What follows belongs to an exercise in optimizing a design on an open flow for small area; a production flow would make more cautious choices.
In this exercise RTL edits were held to simulation tests only and were not proved equivalent to the original.
Power and IR drop assume default switching activity.

[config.mk]
export PLATFORM = sky130hd
export DESIGN_NAME = tinker_engine
export DESIGN_NICKNAME = tinker_engine
export VERILOG_FILES = /design/flow/design.v
export SDC_FILE = /design/flow/constraint.sdc
export NUM_CORES = 4
export LEC_CHECK = 0
export CAP_MARGIN = 20
export CORE_MARGIN = 2
export CORE_UTILIZATION = 60
export SLEW_MARGIN = 20
[constraint.sdc]
create_clock -name core_clock -period 10.0 [get_ports {clk}]
set_input_delay 2.0000 -clock core_clock [delete_from_list [all_inputs] [get_ports {clk}]]
set_output_delay 2.0000 -clock core_clock [all_outputs]
set_load 0.01 [all_outputs]
[design.v]
module tinker_engine (
    input  wire        clk,
    input  wire        rst,
    input  wire [31:0] cfg_insel,    
    input  wire [15:0] cfg_div,      
    input  wire [7:0]  cfg_shcfg,    
    input  wire [57:0] src_ext,
    input  wire        start,
    input  wire        resume,
    input  wire        stop,
    input  wire        clear_err,
    input  wire        irq_clr,
    input  wire        rx_wr,
    input  wire [31:0] rx_wdata,
    input  wire        tx_rd,
    output wire [31:0] tx_rdata,
    input  wire        sr_wr,
    input  wire [31:0] sr_wdata,
    output wire        lut_rd,
    output wire [9:0]  lut_addr,
    input  wire [71:0] lut_rdata,
    output reg  [7:0]  outs,
    output reg         flag,
    output reg         irq,
    output reg  [5:0]  state,
    output reg         running,
    output reg         stalled,
    output wire        in_delay,
    output reg         rx_overrun,
    output reg         tx_underrun,
    output reg         lut_error,
    output wire        shift_done,
    output wire [3:0]  rx_fill,
    output wire [3:0]  tx_fill,
    output reg  [31:0] sr,
    output reg  [5:0]  sh_count
);
    localparam [2:0] ACT_SHIN  = 3'd1;
    localparam [2:0] ACT_SHOUT = 3'd2;
    localparam [2:0] ACT_PUSH  = 3'd3;
    localparam [2:0] ACT_PULL  = 3'd4;
    localparam [2:0] ACT_FLAG  = 3'd5;
    localparam [2:0] ACT_IRQ   = 3'd6;
    reg [255:0] rx_mem;     
    reg [2:0]  rx_rp;
    reg [3:0]  rx_cnt;
    reg [255:0] tx_mem;
    reg [2:0]  tx_rp;
    reg [3:0]  tx_cnt;
    wire [2:0] rx_wp = rx_rp + rx_cnt[2:0];
    wire [2:0] tx_wp = tx_rp + tx_cnt[2:0];
    wire rx_ne   = (rx_cnt != 4'd0);
    wire rx_full = rx_cnt[3];
    wire tx_ne   = (tx_cnt != 4'd0);
    wire tx_full = tx_cnt[3];
    wire [7:0] rx_sel = rx_ne ? (8'd1 << rx_rp) : 8'd0;
    wire [7:0] tx_sel = tx_ne ? (8'd1 << tx_rp) : 8'd0;
    reg [1:0]  rx_head67;
    reg [31:0] tx_head;
    integer k;
    always @(*) begin
        rx_head67 = 2'd0;
        tx_head   = 32'd0;
        for (k = 0; k < 8; k = k + 1) begin
            rx_head67 = rx_head67 | (rx_mem[32*k+6 +: 2] & {2{rx_sel[k]}});
            tx_head   = tx_head   | (tx_mem[32*k +: 32] & {32{tx_sel[k]}});
        end
    end
    assign rx_fill  = rx_cnt;
    assign tx_fill  = tx_cnt;
    assign tx_rdata = tx_head;
    wire [5:0] sh_len = cfg_shcfg[5:0];
    wire       sh_msb = cfg_shcfg[6];
    assign shift_done = (sh_count >= sh_len);
    wire [63:0] src = {sr[0], shift_done, tx_full, rx_head67[1], rx_head67[0], rx_ne, src_ext};
    wire [3:0]  b   = {src[cfg_insel[29:24]], src[cfg_insel[21:16]],
                       src[cfg_insel[13:8]],  src[cfg_insel[5:0]]};
    reg  [3:0]  hold_b;
    reg  [15:0] div_cnt;
    reg  [15:0] delay_cnt;
    wire        div_zero   = (div_cnt == 16'd0);
    wire        delay_zero = (delay_cnt == 16'd0);
    wire        step_due   = running && div_zero && delay_zero;
    assign lut_rd   = step_due && !stalled;
    assign lut_addr = {state, stalled ? hold_b : b};
    assign in_delay = !delay_zero;       
    wire [63:0] raw_data  = lut_rdata[63:0];
    wire [7:0]  raw_check = lut_rdata[71:64];
    wire [7:0]  synd;
    wire x0 = raw_data[16] ^ raw_data[19];
    wire x1 = raw_data[15] ^ raw_data[25];
    wire x2 = raw_data[14] ^ raw_data[8];
    wire x3 = raw_data[0] ^ raw_data[11];
    wire x4 = raw_data[17] ^ raw_data[31];
    wire x5 = raw_data[27] ^ raw_data[34];
    wire x6 = raw_data[18] ^ x0;
    wire x7 = raw_data[35] ^ raw_data[37];
    wire x8 = raw_data[26] ^ raw_data[4];
    wire x9 = raw_data[24] ^ raw_data[3];
    wire x10 = raw_data[32] ^ raw_data[33];
    wire x11 = x2 ^ x9;
    wire x12 = raw_data[2] ^ raw_data[5];
    wire x13 = raw_data[1] ^ raw_data[39];
    wire x14 = raw_data[36] ^ x12;
    wire x15 = raw_data[10] ^ x4;
    wire x16 = raw_data[30] ^ x10;
    wire x17 = raw_data[9] ^ x1;
    wire x18 = raw_data[28] ^ raw_data[29];
    wire x19 = x14 ^ x3;
    wire x20 = x18 ^ x5;
    wire x21 = raw_data[13] ^ raw_data[38];
    wire x22 = raw_data[12] ^ x15;
    wire x23 = x11 ^ x13;
    assign synd[0] = raw_check[0] ^ raw_data[1] ^ raw_data[10] ^ raw_data[16] ^ raw_data[30] ^ raw_data[35] ^ x19 ^ x21 ^ x8;
    assign synd[1] = raw_check[1] ^ raw_data[0] ^ raw_data[27] ^ raw_data[4] ^ x22 ^ x23 ^ x7;
    assign synd[2] = raw_check[2] ^ raw_data[12] ^ raw_data[18] ^ raw_data[28] ^ raw_data[3] ^ raw_data[32] ^ raw_data[37] ^ x17 ^ x19;
    assign synd[3] = raw_check[3] ^ raw_data[19] ^ raw_data[2] ^ raw_data[29] ^ raw_data[33] ^ x17 ^ x21 ^ x23;
    assign synd[4] = raw_check[4] ^ raw_data[17] ^ raw_data[5] ^ raw_data[8] ^ raw_data[9] ^ x20 ^ x6 ^ x8;
    assign synd[5] = raw_check[5] ^ raw_data[11] ^ raw_data[13] ^ raw_data[14] ^ raw_data[15] ^ raw_data[34] ^ x16 ^ x22 ^ x6;
    assign synd[6] = raw_check[6] ^ raw_data[24] ^ raw_data[25] ^ raw_data[26] ^ raw_data[31] ^ x16 ^ x20;
    assign synd[7] = raw_check[7] ^ raw_data[36] ^ raw_data[38] ^ raw_data[39] ^ x7;
    wire [39:0] ent;
    assign ent[7:6]   = 2'd0;
    assign ent[23:20] = 4'd0;
    assign ent[0] = raw_data[0] ^ (synd[0] & synd[1] & synd[2]);
    assign ent[1] = raw_data[1] ^ (synd[0] & synd[1] & synd[3]);
    assign ent[2] = raw_data[2] ^ (synd[0] & synd[2] & synd[3]);
    assign ent[3] = raw_data[3] ^ (synd[1] & synd[2] & synd[3]);
    assign ent[4] = raw_data[4] ^ (synd[0] & synd[1] & synd[4]);
    assign ent[5] = raw_data[5] ^ (synd[0] & synd[2] & synd[4]);
    assign ent[8] = raw_data[8] ^ (synd[1] & synd[3] & synd[4]);
    assign ent[9] = raw_data[9] ^ (synd[2] & synd[3] & synd[4]);
    assign ent[10] = raw_data[10] ^ (synd[0] & synd[1] & synd[5]);
    assign ent[11] = raw_data[11] ^ (synd[0] & synd[2] & synd[5]);
    assign ent[12] = raw_data[12] ^ (synd[1] & synd[2] & synd[5]);
    assign ent[13] = raw_data[13] ^ (synd[0] & synd[3] & synd[5]);
    assign ent[14] = raw_data[14] ^ (synd[1] & synd[3] & synd[5]);
    assign ent[15] = raw_data[15] ^ (synd[2] & synd[3] & synd[5]);
    assign ent[16] = raw_data[16] ^ (synd[0] & synd[4] & synd[5]);
    assign ent[17] = raw_data[17] ^ (synd[1] & synd[4] & synd[5]);
    assign ent[18] = raw_data[18] ^ (synd[2] & synd[4] & synd[5]);
    assign ent[19] = raw_data[19] ^ (synd[3] & synd[4] & synd[5]);
    assign ent[24] = raw_data[24] ^ (synd[1] & synd[3] & synd[6]);
    assign ent[25] = raw_data[25] ^ (synd[2] & synd[3] & synd[6]);
    assign ent[26] = raw_data[26] ^ (synd[0] & synd[4] & synd[6]);
    assign ent[27] = raw_data[27] ^ (synd[1] & synd[4] & synd[6]);
    assign ent[28] = raw_data[28] ^ (synd[2] & synd[4] & synd[6]);
    assign ent[29] = raw_data[29] ^ (synd[3] & synd[4] & synd[6]);
    assign ent[30] = raw_data[30] ^ (synd[0] & synd[5] & synd[6]);
    assign ent[31] = raw_data[31] ^ (synd[1] & synd[5] & synd[6]);
    assign ent[32] = raw_data[32] ^ (synd[2] & synd[5] & synd[6]);
    assign ent[33] = raw_data[33] ^ (synd[3] & synd[5] & synd[6]);
    assign ent[34] = raw_data[34] ^ (synd[4] & synd[5] & synd[6]);
    assign ent[35] = raw_data[35] ^ (synd[0] & synd[1] & synd[7]);
    assign ent[36] = raw_data[36] ^ (synd[0] & synd[2] & synd[7]);
    assign ent[37] = raw_data[37] ^ (synd[1] & synd[2] & synd[7]);
    assign ent[38] = raw_data[38] ^ (synd[0] & synd[3] & synd[7]);
    assign ent[39] = raw_data[39] ^ (synd[1] & synd[3] & synd[7]);
    wire [4:0] rres;
    wire [5:0] cres;
    assign rres[0] = raw_data[6] | raw_data[7] | raw_data[20] | raw_data[21] | raw_data[22] | raw_data[23];
    assign rres[1] = raw_data[40] | raw_data[41] | raw_data[42] | raw_data[43] | raw_data[44] | raw_data[45];
    assign rres[2] = raw_data[46] | raw_data[47] | raw_data[48] | raw_data[49] | raw_data[50] | raw_data[51];
    assign rres[3] = raw_data[52] | raw_data[53] | raw_data[54] | raw_data[55] | raw_data[56] | raw_data[57];
    assign rres[4] = raw_data[58] | raw_data[59] | raw_data[60] | raw_data[61] | raw_data[62] | raw_data[63];
    assign cres[0] = raw_data[6] | raw_data[40] | raw_data[46] | raw_data[52] | raw_data[58];
    assign cres[1] = raw_data[7] | raw_data[41] | raw_data[47] | raw_data[53] | raw_data[59];
    assign cres[2] = raw_data[20] | raw_data[42] | raw_data[48] | raw_data[54] | raw_data[60];
    assign cres[3] = raw_data[21] | raw_data[43] | raw_data[49] | raw_data[55] | raw_data[61];
    assign cres[4] = raw_data[22] | raw_data[44] | raw_data[50] | raw_data[56] | raw_data[62];
    assign cres[5] = raw_data[23] | raw_data[45] | raw_data[51] | raw_data[57] | raw_data[63];
    wire res_any = |rres;
    wire res_two = (rres[0] & (|rres[4:1])) | (rres[1] & (|rres[4:2])) |
                   (rres[2] & (|rres[4:3])) | (rres[3] & rres[4]) |
                   (cres[0] & (|cres[5:1])) | (cres[1] & (|cres[5:2])) |
                   (cres[2] & (|cres[5:3])) | (cres[3] & (|cres[5:4])) |
                   (cres[4] & cres[5]);
    wire synd_nz = |synd;
    wire uncorrectable = res_two | (synd_nz & (res_any | !(^synd)));
    wire [5:0]  e_next  = ent[5:0];
    wire [7:0]  e_outs  = ent[15:8];
    wire [2:0]  e_act   = ent[18:16];
    wire        e_fval  = ent[19];
    wire [15:0] e_delay = ent[39:24];
    wire can_complete = !((e_act == ACT_PULL) && !rx_ne) && !((e_act == ACT_PUSH) && tx_full);
    wire lut_fail     = lut_rd && uncorrectable;
    wire do_step      = step_due && !lut_fail && can_complete;
    wire do_stall     = step_due && !lut_fail && !can_complete;
    wire do_push  = do_step && (e_act == ACT_PUSH);
    wire do_pull  = do_step && (e_act == ACT_PULL);
    wire host_wr  = rx_wr && !rx_full;
    wire host_rd  = tx_rd && tx_ne;
    wire shout_bit = sh_msb ? sr[31] : sr[0];
    wire        sh_any    = do_step && ((e_act == ACT_SHIN) || (e_act == ACT_SHOUT));
    wire        sh_fill   = (e_act == ACT_SHIN) && b[0];
    wire        sel_wd    = !rst && !running && sr_wr;
    wire        sel_left  = !rst && sh_any && sh_msb;
    wire        sel_right = !rst && sh_any && !sh_msb;
    wire [7:0]  sel_pull  = (!rst && do_pull) ? rx_sel : 8'd0;
    wire        sel_hold  = !rst && !(sel_wd || sh_any || do_pull);
    reg  [31:0] sr_next;
    integer     p;
    always @(*) begin
        sr_next = (sr & {32{sel_hold}}) | (sr_wdata & {32{sel_wd}}) |
                  ({sr[30:0], sh_fill} & {32{sel_left}}) |
                  ({sh_fill, sr[31:1]} & {32{sel_right}});
        for (p = 0; p < 8; p = p + 1)
            sr_next = sr_next | (rx_mem[32*p +: 32] & {32{sel_pull[p]}});
    end
    always @(posedge clk) sr <= sr_next;
    wire kill      = !running || stop || start || lut_fail;
    wire [7:0] rx_we = host_wr ? (8'd1 << rx_wp) : 8'd0;
    wire [7:0] tx_we = do_push ? (8'd1 << tx_wp) : 8'd0;
    wire [7:0] rx_keep, tx_keep;
    genvar g;
    generate for (g = 0; g < 8; g = g + 1) begin : keep
        assign rx_keep[g] = rx_full || (rx_wp != g);
        assign tx_keep[g] = tx_full || (tx_wp != g);
    end endgenerate
    integer w;
    always @(posedge clk) begin
        for (w = 0; w < 8; w = w + 1) begin
            rx_mem[32*w +: 32] <= (rx_mem[32*w +: 32] & {32{rx_keep[w]}}) | (rx_wdata & {32{rx_we[w]}});
            tx_mem[32*w +: 32] <= (tx_mem[32*w +: 32] & {32{tx_keep[w]}}) | (sr & {32{tx_we[w]}});
        end
    end
    always @(posedge clk) begin
        if (!stalled) hold_b <= b;
    end
    always @(posedge clk) begin
        if (rst) begin
            rx_rp       <= 3'd0;
            rx_cnt      <= 4'd0;
            tx_rp       <= 3'd0;
            tx_cnt      <= 4'd0;
            outs        <= 8'd0;
            flag        <= 1'b0;
            irq         <= 1'b0;
            state       <= 6'd0;
            running     <= 1'b0;
            stalled     <= 1'b0;
            rx_overrun  <= 1'b0;
            tx_underrun <= 1'b0;
            lut_error   <= 1'b0;
            sh_count    <= 6'd0;
            div_cnt     <= 16'd0;
            delay_cnt   <= 16'd0;
        end else begin
            if (do_pull) rx_rp <= rx_rp + 3'd1;
            rx_cnt <= rx_cnt + {3'd0, host_wr} - {3'd0, do_pull};
            if (host_rd) tx_rp <= tx_rp + 3'd1;
            tx_cnt <= tx_cnt + {3'd0, do_push} - {3'd0, host_rd};
            if (clear_err) begin
                rx_overrun  <= 1'b0;
                tx_underrun <= 1'b0;
            end
            if (rx_wr && rx_full) rx_overrun <= 1'b1;
            if (tx_rd && !tx_ne)  tx_underrun <= 1'b1;
            if (irq_clr) irq <= 1'b0;
            if (kill)
                div_cnt <= 16'd0;
            else if (!div_zero)
                div_cnt <= div_cnt - 16'd1;
            else
                div_cnt <= cfg_div;
            if (kill)
                delay_cnt <= 16'd0;
            else if (div_zero && !delay_zero)
                delay_cnt <= delay_cnt - 16'd1;
            else if (do_step)
                delay_cnt <= e_delay;
            if (lut_fail) begin
                running   <= 1'b0;
                lut_error <= 1'b1;
            end
            if (do_stall)
                stalled <= 1'b1;
            if (do_step) begin
                stalled   <= 1'b0;
                state     <= e_next;
                outs      <= e_outs;
                case (e_act)
                    ACT_SHIN: begin
                        if (sh_count != 6'd32) sh_count <= sh_count + 6'd1;
                    end
                    ACT_SHOUT: begin
                        outs[0] <= shout_bit;
                        if (sh_count != 6'd32) sh_count <= sh_count + 6'd1;
                    end
                    ACT_PUSH: sh_count <= 6'd0;
                    ACT_PULL: begin
                        sh_count <= 6'd0;
                    end
                    ACT_FLAG: flag <= e_fval;
                    ACT_IRQ:  irq  <= 1'b1;
                    default: ;
                endcase
            end
            if (stop) begin
                running <= 1'b0;
                stalled <= 1'b0;
            end else if (start && !lut_fail) begin
                if (!running) begin
                    running   <= 1'b1;
                    stalled   <= 1'b0;
                    lut_error <= 1'b0;
                    if (!resume) begin
                        state <= 6'd0;
                        flag  <= 1'b0;
                    end
                end
            end
        end
    end
endmodule
[flow/run.sh]
#!/bin/bash
# Own layout flow: the standard ORFS flow (standard.sh: same synthesis
# script, floorplan, power grid and tap cells), with three changes:
#  - ABC maps the logic with flow/abc_area.script, an area-oriented version of
#    ORFS's abc_speed.script (delay relaxed); registers are untouched.
#  - ports are buffered with sky130_fd_sc_hd__buf_1;
#  - the clock tree uses clkbuf_4 sink clusters and no dummy loads.
# Each tool's output goes to the ORFS logs under orfs/logs; make's own output
# goes to flow_make.log here.
set -euo pipefail
here=$(pwd)
orig=$(grep -o 'SYNTH_SCRIPT=[^ ]*' standard.sh | head -1 | cut -d= -f2)
cat > my_synth.tcl <<EOT
proc abc {args} {
  set i [lsearch -exact \$args -script]
  if {\$i >= 0} { lset args [expr {\$i+1}] $here/flow/abc_area.script }
  puts "abc (area script): \$args"
  yosys abc {*}\$args
}
source $orig
EOT
sed "s#SYNTH_SCRIPT=[^ ]*#SYNTH_SCRIPT=$here/my_synth.tcl#" standard.sh > my_standard.sh
export BUFFER_PORTS_ARGS="-buffer_cell sky130_fd_sc_hd__buf_1"
export CTS_ARGS="-sink_clustering_enable -repair_clock_nets -dont_use_dummy_load -buf_list sky130_fd_sc_hd__clkbuf_4 -sink_clustering_size 10 -sink_clustering_max_diameter 40"
bash my_standard.sh > flow_make.log 2>&1
[flow/abc_area.script]
&get -n
&st
&dch
&nf -R 1000 -F 8 -A 4
&st
&dc2
&dch -f
&nf -R 1000 -F 8 -A 4
&st
&dc2
&dch -f
&nf -R 1000 -F 8 -A 4
&st
&dc2
&dch -f
&nf -R 1000 -F 8 -A 4
&st
&dc2
&dch -f
&nf -R 1000 -F 8 -A 4
&st
&dc2
&dch -f
&nf -R 1000 -F 8 -A 4
&put
topo
dnsize -c
[standard.sh]
#!/bin/bash
# synth_recipe.tcl (not shown) runs the flow's synth.tcl, then flattens the netlist and writes it again
# the make line also repeats each setting of config.mk as NAME=value (left out here)
make -C /OpenROAD-flow-scripts/flow DESIGN_CONFIG=/design/flow/config.mk WORK_HOME=/design/flow/orfs CLKGATE_MAP_FILE= SYNTH_SCRIPT=/design/flow/synth_recipe.tcl "${@:-finish}"
==> run summary <==
peak supply drop: 0.306 mV
horizontal die dimension: 213 um
cell count after synthesis: 2388
Avg WL per Cell: 26.8 um
via-per-instance ratio: 7.11
Hold Buf Count CTS: 0
First DRT Iteration DRCs: 3231
Critical Path Sink Type: flop
status: finished clean
vertical die dimension: 213 um
number of placement rows: 76
post-synthesis sequential area ratio: 47.4%
flop2flop setup slack: 3.67 ns
Clock Pin Slew Worst Setup and Hold Paths: 0.11 ns
syn nets: 2693
Core Footprint: 0.0431 mm^2
biggest fanout along the worst timing path: 14
sw power: 2.40 mW
Hold WC Path Type: reg2reg
kind of critical path: in2reg
LEAKAGE: 11.2 nW
area of the die: 0.0454 mm^2
worst-case headroom to the max-slew limit: 17.6%
post-route cell area: 0.0297 mm^2
number of setup buffers added after CTS: 0
number of levels the H-tree was split into: 3
initial cell density of the core: 60.9%
Clock Root Buffer: sky130_fd_sc_hd__clkbuf_4
Primary FF master, synth: sky130_fd_sc_hd__dfxtp_1
layout-stage area growth over the synthesis result: 13.1%
transition time at the pin with the least slew margin: 1.23 ns
GP Congestion: 0.976
post-synth cell types: 55
clock sink count: 621
setup repair after global routing missed its margin: no
number of antenna violations at the first check in global routing: 12
average footprint of a synthesized cell: 11.0 um^2
power share of the combinational group: 31.2%
pin count of the biggest net entering global routing: 36
Boundary Pins: 372
layout cells sized above 1: 8.81%
quantity of I/O buffers inserted on ports: 362
switching share of power: 36.8%
total half-perimeter wirelength after legalization and detailed placement: 58300 um
part of the cycle the worst path needs: 74.3%
global routing usage summed across all routing layers: 40.5%
critical path data required time: 10.81 ns
total grt overflow: 0
upper clock frequency limit: 0.135 GHz
clock period minus final worst setup slack: 7.43 ns
fraction of registers with async set/reset: 0%
worst endpoint data arrival time: 8.23 ns
post-detailed-placement cell area: 0.0290 mm^2
areal power density over the cells: 220 mW/mm^2
remaining antenna violation count: 0
max-slew violations: 0
final sum of negative setup slack: 0 ns
internal power: 4.13 mW
maximum count of clock buffers along a single path: 3
Finish-stage setup viols: 0
sequential share of power: 50.2%
CP Launch Type: input port
number of enable flip-flop cells after synthesis: 0
drt drc: 0
TritonCTS clock tree: built
setup clock skew after layout: 0.126 ns
number of warnings issued by yosys: 1
area of the mapped netlist: 0.0262 mm^2
total of max-cap violations: 0
number of global-route vias before repair: 24214
# resized after CTS: 0
iteration count of the initial detailed-routing pass: 9
number of synthesized register bits: 621
number of hold-slack violations in the final timing report: 0
total wire length: 93900 um
global-route wire length before repair: 141000 um
CTS Buf Count: 87
vias: 24889
final layout net count: 3213
clock network fraction of design power: 18.7%
Clock Latency Late Sink: 0.90 ns
[power by group through the flow]
stage               registers [mW]  logic (mW)  clock network (mW)
detailed placement            3.30        1.98                   0
global route                  3.32        2.16                1.32
finish                        3.28        2.04                1.22
CTS                           3.25        1.99                1.23
floorplan                     3.23        1.27                   0
global placement              3.28        1.94                   0
[worst paths after layout]
path | end | cells past startpoint | startpoint
worst max-delay path | sr[22] | 23 | lut_rdata[36]
worst min-delay path | sr[12] | 2 | rx_mem[140]
worst max register to register | sr[22] | 18 | delay_cnt[0]
worst min register to register | sr[12] | 2 | rx_mem[140]
[layout make-up]
cell class	instances	area, um^2
Sequential cell	621	12400
Antenna cell	11	27.5
Tap cell	585	732
Multi-Input combinational cell	1706	13700
Fill cell	3407	13400
Inverter	53	199
Timing Repair Buffer	439	1950
Clock buffer	87	653
[sequential cells by signal (all words and copies together), names as in the netlist, 3 cells and up]
signal / count
tx_mem: 256
state: 6
rx_mem: 256
tx_cnt: 4
delay_cnt: 16
rx_rp: 3
sr: 32
tx_rp: 3
rx_cnt: 4
div_cnt: 16
sh_count: 6
outs: 8
hold_b: 4
[worst max-delay path: stages]
cell	delay [ns]
sky130_fd_sc_hd__buf_1	0.24
sky130_fd_sc_hd__xor2_1	0.23
sky130_fd_sc_hd__xnor2_1	0.10
sky130_fd_sc_hd__xnor2_1	0.29
sky130_fd_sc_hd__xnor2_1	0.17
sky130_fd_sc_hd__xor2_1	0.41
sky130_fd_sc_hd__clkinv_1	0.24
sky130_fd_sc_hd__ha_1	0.34
sky130_fd_sc_hd__xnor2_1	0.19
sky130_fd_sc_hd__xnor2_1	0.12
sky130_fd_sc_hd__o21ai_0	0.21
sky130_fd_sc_hd__nand2_1	0.08
sky130_fd_sc_hd__a211oi_1	0.29
sky130_fd_sc_hd__o21bai_1	0.12
sky130_fd_sc_hd__or3b_1	0.60
sky130_fd_sc_hd__nor2_1	0.35
sky130_fd_sc_hd__nand2_1	0.45
sky130_fd_sc_hd__nor3_2	0.82
sky130_fd_sc_hd__buf_4	0.40
sky130_fd_sc_hd__buf_4	0.24
sky130_fd_sc_hd__a22o_1	0.17
sky130_fd_sc_hd__a221oi_1	0.05
sky130_fd_sc_hd__nand3_1	0.09
[cells by family after synthesis]
| family | Yosys count | synth area share, % |
|---|---|---|
| xor gates and xnor gates | 136 | 4.54 |
| DFF | 621 | 47.4 |
| muxes | 83 | 5.77 |
| adders and majority gates | 45 | 2.26 |
| AOI/OAI and AO/OA | 1002 | 31.3 |
| buffers and inverters | 61 | 0.987 |
| and+or+nand+nor | 440 | 7.77 |
[cell usage in the layout, fill, tap and decap left out, types with 10 or more instances in the layout]
master	Yosys	layout
sky130_fd_sc_hd__dfxtp_1	621	621
sky130_fd_sc_hd__a22o_1	598	598
sky130_fd_sc_hd__buf_1	0	360
sky130_fd_sc_hd__nor2_1	140	117
sky130_fd_sc_hd__nand2_1	104	104
sky130_fd_sc_hd__a221oi_1	89	89
sky130_fd_sc_hd__xnor2_1	88	88
sky130_fd_sc_hd__a21oi_1	88	88
sky130_fd_sc_hd__clkbuf_4	0	87
sky130_fd_sc_hd__nand3_1	78	78
sky130_fd_sc_hd__buf_4	8	76
sky130_fd_sc_hd__a222oi_1	66	66
sky130_fd_sc_hd__o21ai_0	55	55
sky130_fd_sc_hd__mux4_2	54	54
sky130_fd_sc_hd__clkinv_1	53	53
sky130_fd_sc_hd__a22oi_1	49	49
sky130_fd_sc_hd__xor2_1	48	48
sky130_fd_sc_hd__ha_1	41	41
sky130_fd_sc_hd__nor3_1	30	24
sky130_fd_sc_hd__nor2_2	0	23
sky130_fd_sc_hd__mux2i_1	23	23
sky130_fd_sc_hd__a211oi_1	13	13
sky130_fd_sc_hd__nand2b_1	13	13
sky130_fd_sc_hd__and3_1	12	12
sky130_fd_sc_hd__diode_2	0	11
sky130_fd_sc_hd__nor4_1	14	10
sky130_fd_sc_hd__or3_1	10	10
[cell usage after synthesis (3+ instances only)]
| library cell | number | area [um^2] |
|---|---|---|
| sky130_fd_sc_hd__nor4_1 | 14 | 87.6 |
| sky130_fd_sc_hd__or4_1 | 6 | 45.0 |
| sky130_fd_sc_hd__nand4_1 | 7 | 43.8 |
| sky130_fd_sc_hd__clkinv_1 | 53 | 199 |
| sky130_fd_sc_hd__nand2_1 | 104 | 390 |
| sky130_fd_sc_hd__o211ai_1 | 3 | 22.5 |
| sky130_fd_sc_hd__o31ai_1 | 8 | 60.1 |
| sky130_fd_sc_hd__and3_1 | 12 | 75.1 |
| sky130_fd_sc_hd__or3_1 | 10 | 62.6 |
| sky130_fd_sc_hd__nand2b_1 | 13 | 81.3 |
| sky130_fd_sc_hd__nor3_1 | 30 | 150 |
| sky130_fd_sc_hd__nor2b_1 | 8 | 50.1 |
| sky130_fd_sc_hd__a211oi_1 | 13 | 97.6 |
| sky130_fd_sc_hd__nand3_1 | 78 | 390 |
| sky130_fd_sc_hd__o21ai_0 | 55 | 275 |
| sky130_fd_sc_hd__buf_4 | 8 | 60.1 |
| sky130_fd_sc_hd__a31oi_1 | 4 | 25.0 |
| sky130_fd_sc_hd__a22o_1 | 598 | 5240 |
| sky130_fd_sc_hd__nor3b_1 | 5 | 37.5 |
| sky130_fd_sc_hd__mux4_2 | 54 | 1220 |
| sky130_fd_sc_hd__a222oi_1 | 66 | 661 |
| sky130_fd_sc_hd__a221oi_1 | 89 | 780 |
| sky130_fd_sc_hd__xor2_1 | 48 | 420 |
| sky130_fd_sc_hd__xnor2_1 | 88 | 771 |
| sky130_fd_sc_hd__a22oi_1 | 49 | 368 |
| sky130_fd_sc_hd__dfxtp_1 | 621 | 12400 |
| sky130_fd_sc_hd__a21o_1 | 5 | 37.5 |
| sky130_fd_sc_hd__nor2_1 | 140 | 526 |
| sky130_fd_sc_hd__fa_1 | 4 | 80.1 |
| sky130_fd_sc_hd__mux2i_1 | 23 | 230 |
| sky130_fd_sc_hd__or3b_1 | 3 | 26.3 |
| sky130_fd_sc_hd__a21oi_1 | 88 | 440 |
| sky130_fd_sc_hd__o22ai_1 | 3 | 18.8 |
| sky130_fd_sc_hd__o221ai_1 | 3 | 26.3 |
| sky130_fd_sc_hd__ha_1 | 41 | 513 |
| sky130_fd_sc_hd__and2_0 | 5 | 31.3 |
| sky130_fd_sc_hd__mux2_1 | 6 | 67.6 |
[layer usage]
layer / track usage [%] / part of all wire, % / up-vias
li1: - / - / 10766
met1: 50.8 / 38 / 12102
met2: 65.4 / 46 / 1719
met3: 8.22 / 10 / 296
met4: 22.2 / 5.5 / 6
met5: 0 / 0.044 / -
[through the flow]
step           hold WS (ns)  worst slack (ns)  std cells  utilization (%)  power, mW
2_1_floorplan         0.441              1.55       2388                -       4.50
3_3_place_gp          0.434              1.92       3403             67.3       5.22
3_5_place_dp          0.443              1.83       3404             67.3       5.29
4_1_cts               0.424              2.70       3491             68.8       6.47
5_1_grt               0.454              2.10       3500             68.9       6.80
6_report              0.429              2.57       3502             68.9       6.53

static timing again, ports no longer ideal:
The results above use ideal ports. As a check the final layout listed here was re-extracted and re-timed, cells and wires unchanged. Step 1 (the two cells are an assumption about what drives the block):
set clk [get_ports {clk}]
set_driving_cell -lib_cell sky130_fd_sc_hd__clkbuf_16 $clk
set_driving_cell -lib_cell sky130_fd_sc_hd__buf_2 [delete_from_list [all_inputs] $clk]
Step 2 adds t to the input delays and takes it off the output delays; t is the mean of the earliest and latest rising clock arrival at the registers after step 1. Input paths then give back, and output paths get back, about the clock's delay inside the block. a / b / c = ideal / step 1 / step 2; a / b = the first two.
t, ns: 0.893
setup WS [ns]: 2.572 / 2.606 / 1.713
worst setup path after step 2: input to register
worst register clock-pin slew, ns: 0.12 / 0.12
After both steps this run still meets setup and hold. For this run, drivers alone change the setup slack by +0.034 ns; drivers and shift together by -0.859 ns.
